Source: an optimization exercise on an open RTL-to-GDS flow (aim: small area, a short achievable clock period and few clock cycles). Production flows keep margins and buffers that such runs may drop. Function was checked by simulation only, so behaviour that the tests miss may differ from the original. The clock port is modelled as an ideal driver; clocking choices that lean on that would not hold on a real chip.

## be_rank
module be_rank #(
    parameter N  = 32,
    parameter IW = 5                  
) (
    input  wire          clk,
    input  wire          rst,         
    input  wire [1:0]    cfg_mode,
    input  wire          cfg_sigma_neg,    
    input  wire [7:0]    cfg_wv,
    input  wire [7:0]    cfg_wh,
    input  wire [7:0]    cfg_wt,
    input  wire [7:0]    cfg_wl,
    input  wire [3:0]    cfg_shift,
    input  wire [15:0]   cfg_vrefc,
    input  wire [7:0]    cfg_tavgp,        
    input  wire          in_valid,
    output wire          in_ready,
    input  wire          in_last,
    input  wire [15:0]   in_vcap,
    input  wire [7:0]    in_temp,          
    input  wire [9:0]    in_life,
    input  wire          in_ins,           
    input  wire          in_obs,           
    output wire          out_valid,
    input  wire          out_ready,
    output wire          out_last,
    output wire          out_unranked,
    output wire [IW-1:0] out_rank,
    output wire [15:0]   out_score
);
    localparam KW = 26;
    localparam [KW-1:0] KMAX = {1'b0, {(KW-1){1'b1}}};
    integer j;
    reg rst_q;
    always @(posedge clk) rst_q <= rst;
    reg          rdy_q;
    reg          first_exp;    
    reg  [4:0]   idx_c;        
    reg          jbusy;        
    reg  [1:0]   j_mode;
    reg          j_sneg;
    reg  [7:0]   j_wv, j_wh, j_wt, j_wl;    
    reg  [3:0]   j_shift;
    reg  [15:0]  j_vrefc;
    reg  [7:0]   j_tavgp;
    reg          l_v, l_last, l_ins, l_obs;
    reg  [15:0]  l_vcap;
    reg  [7:0]   l_temp;
    reg  [9:0]   l_life;
    reg  [4:0]   l_idx;
  ...
Size in the first run: ~6100 cells after synthesis, roughly 1500 flip-flops, roughly 130 I/O pins.
export LEC_CHECK = 0
export CAP_MARGIN = 20
export CORE_MARGIN = 2
export CORE_UTILIZATION = 40
export CTS_CLUSTER_DIAMETER = 60
export CTS_CLUSTER_SIZE = 30
export SLEW_MARGIN = 20
create_clock -name core_clock -period 27.0 [get_ports {clk}]
standard.sh (not shown) runs the stock make flow with config.mk's settings and CLKGATE_MAP_FILE= SYNTH_SCRIPT=/design/flow/synth_recipe.tcl, a recipe that flattens the netlist after the stock synthesis.
==> flow/flow/run.sh <==
#!/bin/bash
# Standard layout, with the port buffers made from buf_2 cells.
set -euo pipefail
export BUFFER_PORTS_ARGS="-buffer_cell sky130_fd_sc_hd__buf_2"
bash standard.sh > standard.log 2>&1
The first run produced a clean layout.
Testbench counts at the start, summed over its fixed seeds: cycles 12,576.
Rerun with:
--- a/flow/config.mk
+++ b/flow/config.mk
@@ -10 +10,2 @@
-export CORE_UTILIZATION = 40
+export CORE_UTILIZATION = 65
+export CTS_BUF_LIST = sky130_fd_sc_hd__clkbuf_8 sky130_fd_sc_hd__clkbuf_16
What happened: Die area shrinks by well over a third; setup slack improved by 0.075 ns; global-route usage went up by 11 points; clock-buffer cell count falls by 9; clock skew grows by 0.023 ns; cell count is lower by roughly a tenth; design area went down slightly; synthesized cell count stays the same.
Rerun with:
==> flow/flow/run.sh (replaced) <==
#!/bin/bash
# Standard layout, with the port buffers made from buf_2 cells and clock
# tree synthesis without dummy loads.
set -euo pipefail
export BUFFER_PORTS_ARGS="-buffer_cell sky130_fd_sc_hd__buf_2"
export CTS_ARGS="-sink_clustering_enable -repair_clock_nets -sink_clustering_size 30 -sink_clustering_max_diameter 150 -dont_use_dummy_load"
bash standard.sh > standard.log 2>&1
--- a/flow/config.mk
+++ b/flow/config.mk
@@ -11 +10,0 @@
-export CTS_BUF_LIST = sky130_fd_sc_hd__clkbuf_8 sky130_fd_sc_hd__clkbuf_16
Effect: Non-clock buffer count does not change; via count fell by 0.98%; clock-buffer cell count fell by 53; wire length fell by 1.8%.
Rerun with:
==> flow/flow/run.sh (replaced) <==
#!/bin/bash
# Standard layout, with the port buffers made from buf_2 cells.
set -euo pipefail
export BUFFER_PORTS_ARGS="-buffer_cell sky130_fd_sc_hd__buf_2"
bash standard.sh > standard.log 2>&1
--- a/flow/config.mk
+++ b/flow/config.mk
@@ -11,2 +11,3 @@
-export CTS_CLUSTER_DIAMETER = 60
-export CTS_CLUSTER_SIZE = 30
+export CTS_BUF_LIST = sky130_fd_sc_hd__clkbuf_8
+export CTS_CLUSTER_DIAMETER = 40
+export CTS_CLUSTER_SIZE = 16
What happened: Critical path depth stays the same; maximum frequency goes down by 2.8%; via count increases by 1.5%; final cell count goes up by 3.2%; non-clock buffer count is unchanged; utilization is higher by 2.2 points; worst setup slack degrades by 0.19 ns; sequential cell count is unchanged; synthesized area does not change.

what the ideal ports hide:
How much do the figures lean on ideal ports? The routed layouts below were timed once more, with nothing changed but the port constraints. Step 1: set_driving_cell puts a clkbuf_16 on clk and a buf_2 on each other input, an assumption about the parent block. Step 2 times the ports against the registers' clock, not the clock port: input delays grow and output delays shrink by t, the midpoint of the rising clock arrivals with the driver on. Three values: ideal ports, drivers, drivers and shift; two values: the first two.
run	shift t [ns]	setup WS [ns]	worst hold slack (ns)	latest minus earliest clock arrival (ns)	cell pins on the clock port's net
the first run	0.809	20.281 / 20.202 / 20.506	0.324 / 0.324 / 0.324	0.037 / 0.036	1
the second run	0.776	20.355 / 20.280 / 20.496	0.311 / 0.311 / 0.311	0.061 / 0.061	1
the third run	0.754	20.353 / 20.279 / 20.489	0.330 / 0.330 / 0.330	0.067 / 0.067	1
the fourth run	0.943	20.160 / 20.081 / 20.498	0.314 / 0.314 / 0.314	0.066 / 0.067	1
After both steps setup and hold are still met in every run listed.
